This is an optimization exercise on Yosys and OpenROAD, whose aim is small area and a short achievable clock period, not a production implementation.
Only simulation tests tie the RTL to the original design; equivalence was not proved.

### design/flow/config.mk
export PLATFORM = sky130hd
export DESIGN_NAME = wfq_admit
export DESIGN_NICKNAME = wfq_admit
export VERILOG_FILES = /design/flow/design.v
export SDC_FILE = /design/flow/constraint.sdc
export NUM_CORES = 8
export LEC_CHECK = 0
export ABC_AREA = 1
export CAP_MARGIN = 20
export CORE_MARGIN = 2
export CORE_UTILIZATION = 40
export CTS_BUF_LIST = sky130_fd_sc_hd__clkbuf_16
export CTS_CLUSTER_DIAMETER = 120
export CTS_CLUSTER_SIZE = 20
export SLEW_MARGIN = 20
### design/flow/constraint.sdc
create_clock -name core_clock -period 300.0 [get_ports {clk}]
set_input_delay 60.0000 -clock core_clock [delete_from_list [all_inputs] [get_ports {clk}]]
set_output_delay 60.0000 -clock core_clock [all_outputs]
set_load 0.01 [all_outputs]
### design/flow/design.v
module wfq_admit (
    input  wire        clk,
    input  wire        rst,           
    input  wire        join_valid,
    input  wire [2:0]  join_flow,
    input  wire [6:0]  join_cells,
    input  wire [7:0]  join_weight,
    input  wire [2:0]  adm_limit,
    output reg  [2:0]  adm_count,
    output reg  [11:0] adm_flow,
    output reg  [47:0] vtime,
    output wire [7:0]  full
);
    localparam NF    = 8;
    localparam DEPTH = 4;
    localparam NADM  = 4;
    localparam TW    = 48;            
    localparam NP    = 28;            
    function integer pidx;
        input integer f;
        input integer g;
        integer a;
        begin
            pidx = 0;
            for (a = 0; a < f; a = a + 1)
                pidx = pidx + (NF - 1 - a);
            pidx = pidx + (g - f - 1);
        end
    endfunction
    function [1:0] cmp2;
        input [TW-1:0] x;
        input [TW-1:0] y;
        reg ge, gt, s;
        integer b;
        begin
            ge = 1'b1;
            gt = 1'b0;
            for (b = 0; b < TW - 1; b = b + 1) begin
                ge = (!x[b] && y[b]) || (!x[b] && ge) || (y[b] && ge);
                gt = (!x[b] && y[b]) || (!x[b] && gt) || (y[b] && gt);
            end
            s    = x[TW-1] ^ y[TW-1];
            cmp2 = {s ? gt : !ge, s ? !ge : gt};
        end
    endfunction
    reg [TW-1:0]     tq  [0:NF*DEPTH-1];  
    reg [2:0]        cnt [0:NF-1];        
    reg [NF-1:0]     fz;                  
    reg [NP*16-1:0]  rel;                 
    reg              pv;                  
    reg [2:0]        pf;
    reg [6:0]        pc;
    reg [7:0]        pw;
    reg [TW-1:0]     vprev;               
    genvar f, g, i, j, k;
    generate
        for (f = 0; f < NF; f = f + 1) begin : g_full
            assign full[f] = (cnt[f] == DEPTH);
        end
    endgenerate
    wire [7:0] weight = (pf == 3'd7) ? 8'd16 :
                        (pw == 8'd0) ? 8'd1  : pw;
    function [24:0] recip;
        input [6:0] idx;
        begin
            case (idx)
            7'd0: recip = 25'h1000000;
            7'd1: recip = 25'h0fe03f9;
            7'd2: recip = 25'h0fc0fc1;
            7'd3: recip = 25'h0fa232d;
            7'd4: recip = 25'h0f83e10;
            7'd5: recip = 25'h0f6603e;
            7'd6: recip = 25'h0f4898e;
            7'd7: recip = 25'h0f2b9d7;
            7'd8: recip = 25'h0f0f0f1;
            7'd9: recip = 25'h0ef2eb8;
            7'd10: recip = 25'h0ed7304;
            7'd11: recip = 25'h0ebbdb3;
            7'd12: recip = 25'h0ea0ea1;
            7'd13: recip = 25'h0e865ad;
            7'd14: recip = 25'h0e6c2b5;
            7'd15: recip = 25'h0e52599;
            7'd16: recip = 25'h0e38e39;
            7'd17: recip = 25'h0e1fc79;
            7'd18: recip = 25'h0e07039;
            7'd19: recip = 25'h0dee95d;
            7'd20: recip = 25'h0dd67c9;
            7'd21: recip = 25'h0dbeb62;
            7'd22: recip = 25'h0da740e;
            7'd23: recip = 25'h0d901b3;
            7'd24: recip = 25'h0d79436;
            7'd25: recip = 25'h0d62b81;
            7'd26: recip = 25'h0d4c77c;
            7'd27: recip = 25'h0d3680e;
            7'd28: recip = 25'h0d20d21;
            7'd29: recip = 25'h0d0b6a0;
            7'd30: recip = 25'h0cf6475;
            7'd31: recip = 25'h0ce168b;
            7'd32: recip = 25'h0cccccd;
            7'd33: recip = 25'h0cb8728;
            7'd34: recip = 25'h0ca4588;
            7'd35: recip = 25'h0c907db;
            7'd36: recip = 25'h0c7ce0d;
            7'd37: recip = 25'h0c6980d;
            7'd38: recip = 25'h0c565c9;
            7'd39: recip = 25'h0c43730;
            7'd40: recip = 25'h0c30c31;
            7'd41: recip = 25'h0c1e4bc;
            7'd42: recip = 25'h0c0c0c1;
            7'd43: recip = 25'h0bfa030;
            7'd44: recip = 25'h0be82fb;
            7'd45: recip = 25'h0bd6911;
            7'd46: recip = 25'h0bc5265;
            7'd47: recip = 25'h0bb3ee8;
            7'd48: recip = 25'h0ba2e8c;
            7'd49: recip = 25'h0b92144;
            7'd50: recip = 25'h0b81703;
            7'd51: recip = 25'h0b70fbc;
            7'd52: recip = 25'h0b60b61;
            7'd53: recip = 25'h0b509e7;
            7'd54: recip = 25'h0b40b41;
            7'd55: recip = 25'h0b30f64;
            7'd56: recip = 25'h0b21643;
            7'd57: recip = 25'h0b11fd4;
            7'd58: recip = 25'h0b02c0c;
            7'd59: recip = 25'h0af3ade;
            7'd60: recip = 25'h0ae4c42;
            7'd61: recip = 25'h0ad602c;
            7'd62: recip = 25'h0ac7692;
            7'd63: recip = 25'h0ab8f6a;
            7'd64: recip = 25'h0aaaaab;
            7'd65: recip = 25'h0a9c84b;
            7'd66: recip = 25'h0a8e840;
            7'd67: recip = 25'h0a80a81;
            7'd68: recip = 25'h0a72f06;
            7'd69: recip = 25'h0a655c5;
            7'd70: recip = 25'h0a57eb6;
            7'd71: recip = 25'h0a4a9d0;
            7'd72: recip = 25'h0a3d70b;
            7'd73: recip = 25'h0a3065f;
            7'd74: recip = 25'h0a237c4;
            7'd75: recip = 25'h0a16b32;
            7'd76: recip = 25'h0a0a0a1;
            7'd77: recip = 25'h09fd80a;
            7'd78: recip = 25'h09f1166;
            7'd79: recip = 25'h09e4cae;
            7'd80: recip = 25'h09d89d9;
            7'd81: recip = 25'h09cc8e2;
            7'd82: recip = 25'h09c09c1;
            7'd83: recip = 25'h09b4c70;
            7'd84: recip = 25'h09a90e8;
            7'd85: recip = 25'h099d723;
            7'd86: recip = 25'h0991f1b;
            7'd87: recip = 25'h09868c9;
            7'd88: recip = 25'h097b426;
            7'd89: recip = 25'h097012f;
            7'd90: recip = 25'h0964fdb;
            7'd91: recip = 25'h095a026;
            7'd92: recip = 25'h094f20a;
            7'd93: recip = 25'h0944581;
            7'd94: recip = 25'h0939a86;
            7'd95: recip = 25'h092f114;
            7'd96: recip = 25'h0924925;
            7'd97: recip = 25'h091a2b4;
            7'd98: recip = 25'h090fdbd;
            7'd99: recip = 25'h0905a39;
            7'd100: recip = 25'h08fb824;
            7'd101: recip = 25'h08f177a;
            7'd102: recip = 25'h08e7836;
            7'd103: recip = 25'h08dda53;
            7'd104: recip = 25'h08d3dcc;
            7'd105: recip = 25'h08ca29d;
            7'd106: recip = 25'h08c08c1;
            7'd107: recip = 25'h08b7035;
            7'd108: recip = 25'h08ad8f3;
            7'd109: recip = 25'h08a42f9;
            7'd110: recip = 25'h089ae41;
            7'd111: recip = 25'h0891ac8;
            7'd112: recip = 25'h0888889;
            7'd113: recip = 25'h087f781;
            7'd114: recip = 25'h08767ac;
            7'd115: recip = 25'h086d906;
            7'd116: recip = 25'h0864b8b;
            7'd117: recip = 25'h085bf38;
            7'd118: recip = 25'h0853409;
            7'd119: recip = 25'h084a9fa;
            7'd120: recip = 25'h0842109;
            7'd121: recip = 25'h0839931;
            7'd122: recip = 25'h083126f;
            7'd123: recip = 25'h0828cc0;
            7'd124: recip = 25'h0820821;
            7'd125: recip = 25'h081848e;
            7'd126: recip = 25'h0810205;
            7'd127: recip = 25'h0808081;
            default: recip = 25'h0;
            endcase
        end
    endfunction
    reg [2:0]  wl;
    reg [7:0]  wn;
    reg [31:0] prod;
    reg [22:0] incr;
    always @* begin
        casez (weight)
            8'b1???????: wl = 3'd7;
            8'b01??????: wl = 3'd6;
            8'b001?????: wl = 3'd5;
            8'b0001????: wl = 3'd4;
            8'b00001???: wl = 3'd3;
            8'b000001??: wl = 3'd2;
            8'b0000001?: wl = 3'd1;
            default:     wl = 3'd0;
        endcase
        wn   = weight << (3'd7 - wl);
        prod = pc * recip(wn[6:0]);
        incr = prod >> (4'd8 + wl);
    end
    wire [TW-1:0] fin_old = fz[pf] ? {TW{1'b0}} : tq[{pf, 2'd0}];
    wire [1:0]    fv      = cmp2(fin_old, vprev);
    wire [TW-1:0] start   = fv[1] ? fin_old : vprev;
    wire [TW-1:0] ptag    = start + incr;
    wire [31:0] cp;    
    wire [31:0] ct;    
    generate
        for (i = 0; i < 32; i = i + 1) begin : g_cmp
            assign {cp[i], ct[i]} = cmp2(ptag, tq[i]);
        end
    endgenerate
    wire [NF-1:0]    ins;
    wire [TW-1:0]    tv [0:NF*DEPTH-1];
    wire [NP*16-1:0] rv;
    generate
        for (f = 0; f < NF; f = f + 1) begin : g_ins
            assign ins[f] = pv && (pf == f);
            for (i = 0; i < DEPTH; i = i + 1) begin : g_slot
                if (i == 0) begin : g_s0
                    assign tv[f*4+i] = ins[f] ? ptag : tq[f*4+i];
                end else begin : g_sn
                    assign tv[f*4+i] = ins[f] ? tq[f*4+i-1] : tq[f*4+i];
                end
            end
            for (g = f + 1; g < NF; g = g + 1) begin : g_pair
                for (i = 0; i < DEPTH; i = i + 1) begin : g_i
                    for (j = 0; j < DEPTH; j = j + 1) begin : g_j
                        localparam integer B = pidx(f, g) * 16 + i * 4 + j;
                        wire from_f = (i == 0) ? cp[g*4+j] : rel[B-4];
                        wire from_g = (j == 0) ? ct[f*4+i] : rel[B-1];
                        assign rv[B] = ins[f] ? from_f : ins[g] ? from_g : rel[B];
                    end
                end
            end
        end
    endgenerate
    wire [3:0]  hp    [0:NADM][0:NF-1];    
    wire [NF-1:0] avail [0:NADM-1];
    wire [NF-1:0] win   [0:NADM-1];        
    wire [NADM-1:0] found;
    wire [31:0] wsel  [0:NADM-1];          
    generate
        for (f = 0; f < NF; f = f + 1) begin : g_h0
            assign hp[0][f] = {cnt[f] == 3'd4, cnt[f] == 3'd3, cnt[f] == 3'd2, cnt[f] == 3'd1};
        end
        for (k = 0; k < NADM; k = k + 1) begin : g_round
            for (f = 0; f < NF; f = f + 1) begin : g_head
                assign avail[k][f] = |hp[k][f];
                assign hp[k+1][f]  = win[k][f] ? {1'b0, hp[k][f][3:1]} : hp[k][f];
                for (i = 0; i < DEPTH; i = i + 1) begin : g_ws
                    assign wsel[k][f*4+i] = win[k][f] && hp[k][f][i];
                end
            end
            wire [NF*NF-1:0] rl;
            for (f = 0; f < NF; f = f + 1) begin : g_ra
                for (g = f + 1; g < NF; g = g + 1) begin : g_rj
                    localparam integer B = pidx(f, g) * 16;
                    wire [3:0] row;
                    for (j = 0; j < DEPTH; j = j + 1) begin : g_row
                        assign row[j] = (hp[k][f][0] && rv[B+0*4+j]) || (hp[k][f][1] && rv[B+1*4+j])
                                     || (hp[k][f][2] && rv[B+2*4+j]) || (hp[k][f][3] && rv[B+3*4+j]);
                    end
                    assign rl[f*8+g] = (hp[k][g][0] && row[0]) || (hp[k][g][1] && row[1])
                                    || (hp[k][g][2] && row[2]) || (hp[k][g][3] && row[3]);
                end
            end
            wire [NF-1:0] kept [0:NF];
            wire [NF:0]   any;
            assign kept[0] = {NF{1'b0}};
            assign any[0]  = 1'b0;
            for (g = 0; g < NF; g = g + 1) begin : g_scan
                wire [NF-1:0] col;
                for (f = 0; f < NF; f = f + 1) begin : g_col
                    if (f < g) begin : g_lo
                        assign col[f] = kept[g][f] && rl[f*8+g];
                    end else begin : g_hi
                        assign col[f] = 1'b0;
                    end
                end
                wire sw = avail[k][g] && (!any[g] || (|col));
                assign kept[g+1] = sw ? ({{(NF-1){1'b0}}, 1'b1} << g) : kept[g];
                assign any[g+1]  = any[g] || avail[k][g];
            end
            assign win[k]   = kept[NF];
            assign found[k] = any[NF];
        end
    endgenerate
    wire [NADM-1:0] take;
    assign take[0] = found[0] && (adm_limit[2] || adm_limit[1] || adm_limit[0]);
    assign take[1] = found[1] && (adm_limit[2] || adm_limit[1]);
    assign take[2] = found[2] && (adm_limit[2] || (adm_limit[1] && adm_limit[0]));
    assign take[3] = found[3] && adm_limit[2];
    wire [2:0] n_adm = {take[3], take[1] && !take[3],
                        (take[0] && !take[1]) || (take[2] && !take[3])};
    function [2:0] enc8;
        input [7:0] oh;
        begin
            enc8 = {|oh[7:4], |{oh[7:6], oh[3:2]}, |{oh[7], oh[5], oh[3], oh[1]}};
        end
    endfunction
    wire [11:0] flows_next;
    generate
        for (k = 0; k < NADM; k = k + 1) begin : g_fl
            assign flows_next[k*3 +: 3] = take[k] ? enc8(win[k]) : 3'd0;
        end
    endgenerate
    wire [NADM-1:0] last = take & ~(take >> 1);
    wire [31:0] fsel = ({32{last[0]}} & wsel[0]) | ({32{last[1]}} & wsel[1])
                     | ({32{last[2]}} & wsel[2]) | ({32{last[3]}} & wsel[3]);
    reg [TW-1:0] vsel;
    integer e;
    always @* begin
        vsel = {TW{1'b0}};
        for (e = 0; e < 32; e = e + 1)
            vsel = vsel | ({TW{fsel[e]}} & tv[e]);
    end
    wire [TW-1:0] v_next = take[0] ? vsel : vtime;
    wire join_acc = join_valid && !full[join_flow];
    integer n;
    always @(posedge clk) begin
        vprev <= vtime;
        if (rst) begin
            vtime     <= {TW{1'b0}};
            adm_count <= 3'd0;
            adm_flow  <= 12'd0;
            pv        <= 1'b0;
            fz        <= {NF{1'b1}};
            for (n = 0; n < NF; n = n + 1)
                cnt[n] <= 3'd0;
        end else begin
            vtime     <= v_next;
            adm_count <= n_adm;
            adm_flow  <= flows_next;
            pv        <= join_acc;
            fz        <= fz & ~ins;
            for (n = 0; n < NF; n = n + 1)
                cnt[n] <= cnt[n]
                          - ({2'd0, take[0] && win[0][n]} + {2'd0, take[1] && win[1][n]}
                           + {2'd0, take[2] && win[2][n]} + {2'd0, take[3] && win[3][n]})
                          + {2'd0, join_acc && (join_flow == n[2:0])};
        end
        pf <= join_flow;
        pc <= join_cells;
        pw <= join_weight;
    end
    always @(posedge clk) begin
        for (n = 0; n < 32; n = n + 1)
            tq[n] <= tv[n];
        rel <= rv;
    end
endmodule
### design/flow/flow/run.sh
#!/bin/bash
# Own flow: the standard layout (standard.sh, ORFS from synthesis to the
# final layout) with three changes:
# - ABC maps the logic with an area-oriented script (flow/abc_area.script:
#   &deepsyn for 120 s, then dch -f and amap) instead of ORFS's
#   abc_area.script, which maps for delay and then buffers and upsizes.
#   Registers are mapped before ABC runs, so they are the standard
#   synthesis's.
# - ORFS's repair_timing steps (floorplan, after CTS, after global routing)
#   run with a setup margin of 237 ns, so they work on the paths longer than
#   63 ns of the 300 ns clock. The constraints are the design's.
# - The port buffers are buf_2 cells instead of the delay cells buffer_ports
#   picks by default.
set -euo pipefail
W=$(pwd)
rm -rf "$W/scripts"
cp -a "$FLOW_HOME/scripts" "$W/scripts"
cp "$W/flow/abc_area.script" "$W/scripts/abc_area.script"
export SCRIPTS_DIR="$W/scripts"
bash "$W/standard.sh" SETUP_SLACK_MARGIN=237 "BUFFER_PORTS_ARGS=-buffer_cell sky130_fd_sc_hd__buf_2" finish > "$W/standard_make.log" 2>&1
### design/flow/flow/abc_area.script
strash
&get -n
&deepsyn -T 120
&put
dch -f
amap -F 8 -A 16 -C 1000
topo
stime -c
### design/flow/standard.sh
#!/bin/bash
# synth_recipe.tcl (not shown) runs the flow's synth.tcl, then flattens the netlist and writes it again
# the make line also repeats each setting of config.mk as NAME=value (left out here)
make -C /OpenROAD-flow-scripts/flow DESIGN_CONFIG=/design/flow/config.mk WORK_HOME=/design/flow/orfs CLKGATE_MAP_FILE= SYNTH_SCRIPT=/design/flow/synth_recipe.tcl "${@:-finish}"
==> parameters.txt, run 1 <==
Parameter                              Value

Clocking
  Clk Tree Root Cell ... clkbuf_16
  Clock tree sinks ... 2146
  Number of CTS-inserted buffers ... 136
  Total number of H-tree levels ... 4
  Maximum clock insertion buffer count ... 4

Logic synthesis
  Total of flip-flops plus latches after synthesis ... 2146
  Number of distinct standard cells referenced by the synthesized netlist ... 62
  Count of flip-flops with a built-in enable after synthesis ... 0
  Post-Synthesis Net Count ... 15000
  Fraction of post-synthesis cell area in the top cell type by area ... 36.3%
  Share of flip-flops with an asynchronous set or reset after synthesis ... 0%
  Share of synthesized area occupied by flip-flops and latches ... 36.3%
  Top cell type by total area after synthesis ... dfxtp_1
  Netlist area before placement ... 118000 sq um
  Avg Synthesized Cell Area ... 8.06 sq um
  Count of synthesis-stage warnings from yosys ... 3
  Number of instances in the synthesized netlist ... 14700
  Main synth FF type ... dfxtp_1
  Leading cell types by total area after synthesis ... dfxtp_1, o22ai_1, clkinv_1

Place
  Placed cell areas ... 130000 sq um
  Detail Placement HPWL ... 631000 microns
  Setup slack at placement ... 233250 ps
  Final weighted congestion of routability-driven global placement ... 1.15
  DP Cell Count ... 19300
  Total of buffers placed on input and output ports ... 94

Outcome
  Outcome ... stopped before the end
  Exit stage ... 5_1_grt
  Error that stopped the run ... [ERROR GRT-0229] Vertical edge usage exceeds the maximum allowed. (4, 31) usage=65535 limit=2200

Floorplanning
  Die W ... 548 microns
  I/O pin count ... 95
  Initial standard-cell utilization of the core ... 40.2%
  Num rows ... 199
  Die height ... 548 microns

GRT
  Largest net degree at the start of global routing ... 132
-- cells in the mapped netlist, types with 64 or more instances --
cell and instances:
o22ai_1 2603, clkinv_1 2579, dfxtp_1 2146, nor2_1 1396, a222oi_1 705, a21oi_1 673, o21ai_0 658, a221oi_1 586
nand2_1 566, a22oi_1 470, o22a_1 277, o221ai_1 273, o21a_1 176, nor3_1 146, fa_1 138, a31oi_1 123
or2_0 116, ha_1 99, a22o_1 97, nand3_1 97, nor4_1 87, a211oi_1 64
-- worst min path at each step --
stage | end | slack, ps
3_3_place_gp | vprev[29] | 410
2_1_floorplan | vprev[10] | 390
4_1_cts | vprev[29] | 420
3_5_place_dp | vprev[29] | 410
-- logic make-up after synthesis --
logic type | synth area share, %
AOI/OAI and AO/OA | 42.4
xor gates and xnor gates | 0.0148
adders and majority gates | 3.38
buffers and inverters | 8.18
DFF | 36.3
and+or+nand+nor | 9.68
-- repair_timing --
item,4_1_cts
gates resized for setup,147
endpoints found under the setup margin,56
hold buffers,0
pin swaps,25
setup buffers,40
gates cloned,6
==> run 2: changes to the inputs <==
--- a/design/flow/config.mk
+++ b/design/flow/config.mk
@@ -8,7 +8,7 @@
 export ABC_AREA = 1
 export CAP_MARGIN = 20
 export CORE_MARGIN = 2
-export CORE_UTILIZATION = 40
+export CORE_UTILIZATION = 30
 export CTS_BUF_LIST = sky130_fd_sc_hd__clkbuf_16
 export CTS_CLUSTER_DIAMETER = 120
 export CTS_CLUSTER_SIZE = 20
==> run 2 against run 1 <==
  * Now clean on timing, DRC and antenna
  * Synthesized area unchanged
  * Synthesized cell count unchanged
==> parameters.txt, run 2 <==
Parameter                              Value

Outcome
  Outcome ... finished clean

Clocking
  Maximum clock insertion buffer count ... 4
  Clock latency (worst-skew pair) ... 980 ps
  Number of CTS-inserted buffers ... 135
  Post-CTS Hold Buffers ... 0
  Clock slew seen by the registers of the worst setup and hold paths ... 100 ps
  Clock tree sinks ... 2146
  Clk Tree Root Cell ... clkbuf_16
  Total number of H-tree levels ... 4
  TritonCTS clock tree ... done

Logic synthesis
  Share of synthesized area occupied by flip-flops and latches ... 36.3%
  Fraction of post-synthesis cell area in the top cell type by area ... 36.3%
  Count of synthesis-stage warnings from yosys ... 3
  Leading cell types by total area after synthesis ... dfxtp_1, o22ai_1, clkinv_1
  Share of flip-flops with an asynchronous set or reset after synthesis ... 0%
  Count of flip-flops with a built-in enable after synthesis ... 0
  Post-Synthesis Net Count ... 15000
  Top cell type by total area after synthesis ... dfxtp_1
  Number of distinct standard cells referenced by the synthesized netlist ... 62
  Most frequent cells after synthesis ... o22ai_1, clkinv_1, dfxtp_1, nor2_1, a222oi_1
  Leading cell type by number of instances after synthesis ... o22ai_1
  Main synth FF type ... dfxtp_1
  Netlist area before placement ... 118000 sq um
  Avg Synthesized Cell Area ... 8.06 sq um
  Total of flip-flops plus latches after synthesis ... 2146
  Number of instances in the synthesized netlist ... 14700

GRT
  Global-route wire length before repair ... 1150000 microns
  Largest net degree at the start of global routing ... 142
  Overall overflow remaining after global route ... 0
  Vias in the first global route ... 136000
  Tot GR Track Use ... 40.5%
  Number of antenna violations at the first check in global routing ... 103

Floorplanning
  Die height ... 632 microns
  Num rows ... 230
  Die W ... 632 microns
  I/O pin count ... 95
  CORE AREA ... 393000 sq um
  DIE AREA ... 400000 sq um
  Initial standard-cell utilization of the core ... 30.1%

STA
  Total Negative Setup Slacks ... 0 ps
  Final period utilization ... 21.0%
  Setup skew after layout ... 98.9 ps
  Final worst path period need ... 63140 ps
  Max Freq ... 0.0158 GHz
  RSZ-0062 raised after global routing ... yes
  Count of endpoints failing hold in the final timing report ... 0
  Slew at the pin with the worst max-slew slack ... 1390 ps
  Fin. max-slew vios ... 0
  Final setup viols ... 0
  Worst rel slew slack ... 6.38%

Drt
  Post-DRT Antenna Nets ... 0
  Detailed-route via count ... 153000
  Number of iterations in the first detailed-routing pass ... 14
  Initial DRC count ... 35200
  Final wirelength ... 856000 microns
  Routed len/inst ... 40.8 microns
  DRC viols ... 0
  Vias/cell ... 7.30

Finish
  Register with the highest flop count ... tq
  Highest-count cells in the layout ignoring fill and taps ... o22ai_1, clkinv_1, dfxtp_1
  Leading registers by flop count ... tq (1536), rel (448)
  Final-stage net count ... 15900
  Commonest non-fill, non-tap cell in the layout ... o22ai_1
  Max FFs per register ... 1536
  Fraction of final layout cells sized beyond drive strength 1 ... 7.92%
  Final cell count without fillers ... 21000
  Syn-to-layout area delta ... 15.6%

Place
  DP Cell Count ... 20600
  Total of buffers placed on input and output ports ... 94
  Detail Placement HPWL ... 616000 microns
  Final weighted congestion of routability-driven global placement ... 1.13

Flow run
  Number of violations of the max-capacitance limit ... 0

Setup path
  WP data arrival ... 63960 ps
  Largest fanout on the critical path ... 15
  Startpoint-to-endpoint class of the critical path ... in -> reg
  Type of destination of the critical path ... register
  R2r worst-path depth ... 240
  Required arrival time at the worst endpoint ... 300820 ps
  Startpoint kind of the worst setup timing path ... input pin

Hold path
  Hold Path Stages ... 0
  Type of the most critical hold path ... reg -> reg
## run 2: final timing paths
check | start | to | slack (ps)
setup / recovery | adm_limit[2] | vtime[2] | 236860
hold reg to reg | vtime[27] | vprev[27] | 420
setup reg to reg | pf[2] | vtime[17] | 238400
hold / removal | vtime[27] | vprev[27] | 420
## run 2: metal layers
layer / GRT usage, % / part of all wire [%] / up-vias
li1: - / - / 60300
met1: 49.2 / 35 / 73300
met2: 54.8 / 38 / 15300
met3: 17.3 / 16 / 4033
met4: 33.1 / 10 / 62
met5: 0.0362 / 0.083 / -
## run 2: worst max-delay path, cell delays in order
cell and delay (ps):
buf_6 120, o31ai_1 220, clkinv_2 210, nand2_2 230, nor2_1 250, a222oi_1 590
o21ai_4 180, clkinv_2 240, buf_4 590, o22ai_1 170, nor4_1 890, a31oi_1 180
## run 2: area by class of cell
class                   count  area, sq um
diodes                    110          275
clock buffers             138         3450
clock inverters            21          259
fillers                 41700       256000
inverters                2579         9910
multi-input cells        9970        67300
flip-flops and latches   2146        43000
well taps                5220         6530
repair buffers            773         6160
## run 2: kinds of logic (layout without fill, tap and decap cells)
group,count (synthesis),in the layout,share of synthesized area (%)
AOI/OAI and AO/OA,7083,7086,42.4
xor gates and xnor gates,2,2,0.0148
adders and majority gates,237,237,3.38
buffers and inverters,2579,3511,8.18
DFF,2146,2146,36.3
other,0,110,0
and+or+nand+nor,2645,2645,9.68
## run 2: repair_timing
action | in CTS | in global routing
resized for setup | 145 | 87
setup endpoints to repair | 52 | 75
cloned | 5 | 2
pin swaps | 23 | 20
buffers inserted | 40 | 22
## run 2: metrics by stage
| step | util (%) | area (sq um) | hold WS (ps) | setup slack, ps |
|---|---|---|---|---|
| CTS | 34.6 | 136000 | 402 | 237050 |
| detailed placement | 33.4 | 131000 | 405 | 233820 |
| floorplan | - | 118000 | 393 | 234970 |
| global route | 34.8 | 137000 | 415 | 236770 |
| finish | 34.9 | 137000 | 421 | 236860 |
| global placement | 33.4 | 131000 | 406 | 233790 |
==> run 3: changes to the inputs <==
--- a/design/flow/design.v
+++ b/design/flow/design.v
@@ -335,7 +335,10 @@
     wire join_acc = join_valid && !full[join_flow];
     integer n;
     always @(posedge clk) begin
-        vprev <= vtime;
+        if (rst)
+            vprev <= {TW{1'b0}};
+        else
+            vprev <= vtime;
         if (rst) begin
             vtime     <= {TW{1'b0}};
             adm_count <= 3'd0;
==> run 3 against run 2 <==
  * Final area up 0.69%
  * Non-clock buffer count up 10
  * Critical path depth up 10
  * Maximum frequency about the same
  * Final cell count down 0.28%
  * First-iteration DRC count up 0.59%
  * Die area up 0.28%
  * Critical endpoint is now vtime[36]
  * Largest cell class unchanged
  * Highest routed layer unchanged
==> parameters.txt, run 3 <==
Parameter                              Value

Clocking
  Clock slew seen by the registers of the worst setup and hold paths ... 90 ps
  Maximum clock insertion buffer count ... 4
  Clock tree sinks ... 2146
  Number of CTS-inserted buffers ... 138
  Clock latency (worst-skew pair) ... 1010 ps
  Post-CTS Hold Buffers ... 0
  Clk Tree Root Cell ... clkbuf_16
  TritonCTS clock tree ... done
  Total number of H-tree levels ... 4

Finish
  Fraction of final layout cells sized beyond drive strength 1 ... 8.17%
  Final standard cell utilization of the core ... 35.1%
  Max FFs per register ... 1536
  Final cell count without fillers ... 20900
  Final-stage net count ... 15800
  Syn-to-layout area delta ... 16.1%
  Sequential cell area ... 43000 sq um
  Commonest non-fill, non-tap cell in the layout ... clkinv_1
  Multi-input logic area ... 68300 sq um
  Filler Cells Inserted ... 41800
  Register with the highest flop count ... tq
  Leading registers by flop count ... tq (1536), rel (448)
  Highest-count cells in the layout ignoring fill and taps ... clkinv_1, o22ai_1, dfxtp_1

Logic synthesis
  Count of flip-flops with a built-in enable after synthesis ... 0
  Netlist area before placement ... 119000 sq um
  Avg Synthesized Cell Area ... 8.11 sq um
  Top cell type by total area after synthesis ... dfxtp_1
  Count of synthesis-stage warnings from yosys ... 3
  Post-Synthesis Net Count ... 14900
  Leading cell type by number of instances after synthesis ... clkinv_1
  Number of instances in the synthesized netlist ... 14600
  Main synth FF type ... dfxtp_1
  Fraction of post-synthesis cell area in the top cell type by area ... 36.2%
  Share of flip-flops with an asynchronous set or reset after synthesis ... 0%
  Most frequent cells after synthesis ... clkinv_1, o22ai_1, dfxtp_1, nor2_1, a222oi_1
  Number of distinct standard cells referenced by the synthesized netlist ... 62
  Leading cell types by total area after synthesis ... dfxtp_1, o22ai_1, clkinv_1
  Share of synthesized area occupied by flip-flops and latches ... 36.2%
  Total of flip-flops plus latches after synthesis ... 2146

Place
  Detail Placement HPWL ... 608000 microns
  Final weighted congestion of routability-driven global placement ... 1.15
  Total of buffers placed on input and output ports ... 94
  DP Cell Count ... 20500

Setup path
  Capture point of the critical path ... vtime[36]
  Terminus of the critical flop-to-flop path ... vtime[33]
  Worst reg2reg setup slack ... 238520 ps
  Type of destination of the critical path ... register
  Launch instance of the worst register-to-register path ... pf[0]
  Required arrival time at the worst endpoint ... 300850 ps
  Largest fanout on the critical path ... 8
  R2r worst-path depth ... 245
  Crit. Startpoint ... adm_limit[2]
  WP data arrival ... 64000 ps
  Startpoint kind of the worst setup timing path ... input pin
  Startpoint-to-endpoint class of the critical path ... in -> reg

Floorplanning
  Initial standard-cell utilization of the core ... 30.2%
  DIE AREA ... 401000 sq um
  Die W ... 633 microns
  I/O pin count ... 95
  Die height ... 633 microns
  Num rows ... 230
  CORE AREA ... 393000 sq um

STA
  Final period utilization ... 21.1%
  Hold WS ... 446 ps
  Final setup viols ... 0
  Final worst path period need ... 63150 ps
  Max Freq ... 0.0158 GHz
  Fin. max-slew vios ... 0
  Slew at the pin with the worst max-slew slack ... 1370 ps
  Worst rel slew slack ... 8.54%
  Setup skew after layout ... 123 ps
  RSZ-0062 raised after global routing ... yes
  Count of endpoints failing hold in the final timing report ... 0
  Total Negative Setup Slacks ... 0 ps

GRT
  Global-route wire length before repair ... 1130000 microns
  Tot GR Track Use ... 39.8%
  Overall overflow remaining after global route ... 0
  Number of antenna violations at the first check in global routing ... 111
  Largest net degree at the start of global routing ... 123
  Vias in the first global route ... 136000

Drt
  Number of iterations in the first detailed-routing pass ... 22
  Routed len/inst ... 40.3 microns
  Final wirelength ... 842000 microns
  Vias/cell ... 7.30
  Post-DRT Antenna Nets ... 0
  DRC viols ... 0
  Initial DRC count ... 35400
  Detailed-route via count ... 153000

Outcome
  Outcome ... finished clean

Flow run
  Number of violations of the max-capacitance limit ... 0

Hold path
  Type of the most critical hold path ... reg -> reg
[run 3: changes by cell type after synthesis, sizes merged, moves of 26 or more]
cell     previous run  this run
o2111ai            52        79
a222oi            705       748
a31oi             123        55
o21a              176       221
o22ai            2603      2370
o22a              277       337
clkinv           2579      2436
a21oi             673       714
nor2             1396      1485
nor2b              40        83
o221ai            273       299
[run 3: layer usage]
| metal | wire length (microns) | up-vias | share of wire, % | GRT usage [%] |
|---|---|---|---|---|
| met5 | 878 | - | 0.10 | 0.338 |
| li1 | - | 60300 | - | - |
| met1 | 298000 | 72900 | 35 | 48.1 |
| met4 | 87500 | 66 | 10 | 32.8 |
| met2 | 321000 | 15300 | 38 | 53.8 |
| met3 | 135000 | 4092 | 16 | 17.4 |
[run 3: stage by stage]
| stage | setup slack, ps | instance area [sq um] |
|---|---|---|
| 6_report | 236850 | 138000 |
| 5_1_grt | 236770 | 138000 |
| 4_1_cts | 236910 | 136000 |
| 3_5_place_dp | 233510 | 132000 |
| 3_3_place_gp | 233470 | 131000 |
| 2_1_floorplan | 235290 | 119000 |
[run 3: worst max-delay path, cell delays in order]
cell and delay, ps:
buf_12 110, nor2_4 160, buf_4 150, buf_12 100, a21oi_4 50, clkinv_4 100
nor2_4 70, clkinv_4 130, nor2_1 80, a21o_1 170, a222oi_1 610, bufbuf_16 430
clkinv_16 170, buf_16 210, buf_12 140, a22oi_2 290, o221ai_2 160, nor4_2 220
o2111a_1 240, o2111ai_2 120, nor2_1 150, nor2_1 50
[run 3: kinds of logic after synthesis]
logic type,synth area share [%]
flops,36.2
compound gates,42.8
simple gates,9.91
buf+inv,7.70
xor+xnor,0.00738
fa+ha+maj,3.37
[run 3: layout make-up]
class                   instances  share of cell area (%)
well taps                    5220                    4.74
inverters                    2436                    6.84
clock inverters                26                   0.270
flip-flops and latches       2146                    31.2
diodes                         99                   0.180
multi-input cells           10000                    49.6
repair inverters                1                 0.00636
clock buffers                 140                    2.54
repair buffers                783                    4.65
[run 3: how the worst min path moves through the flow]
stage,startpoint,end,slack [ps],cells past startpoint
final,fz[6],fz[6],450,2
after detailed placement,fz[6],fz[6],430,2
after global placement,fz[1],fz[1],430,2
after CTS,fz[6],fz[6],450,2
after floorplan,fz[1],fz[1],420,2
after global routing,fz[6],fz[6],470,2
[run 3: timing repair]
action                     CTS  global route
resized for setup          155           120
buffers inserted            26            40
setup endpoints to repair   52            75
gates cloned                 2             0
pin swaps                   31            51

## static timing again, ports no longer ideal
The flow's constraints put no driver on any port. The routed layouts listed below were extracted and timed again, unchanged, in two steps. Step 1 assumes that a clkbuf_16 drives the clock port and a buf_2 every other input. Step 2 moves the port delays by t, midway between the first and last clock arrival at a register: inputs arrive t later, outputs are due t later. That takes back most of the time a late clock gives input paths. a / b / c = ideal ports / drivers / drivers and shift; a / b = the first two.
run | t (ns) | setup slack, ns | hold WS [ns] | worst setup path at the end | pins driven straight from the clock port
run 2 | 1.045 | 236.864 / 236.844 / 235.900 | 0.421 / 0.421 / 0.421 | input to register | 1
run 3 | 1.064 | 236.850 / 236.917 / 235.853 | 0.446 / 0.446 / 0.446 | input to register | 1
After both steps setup and hold are still met in every run listed. For run 3, which loses most, drivers alone change the setup slack by +0.067 ns; drivers and shift together by -0.997 ns.
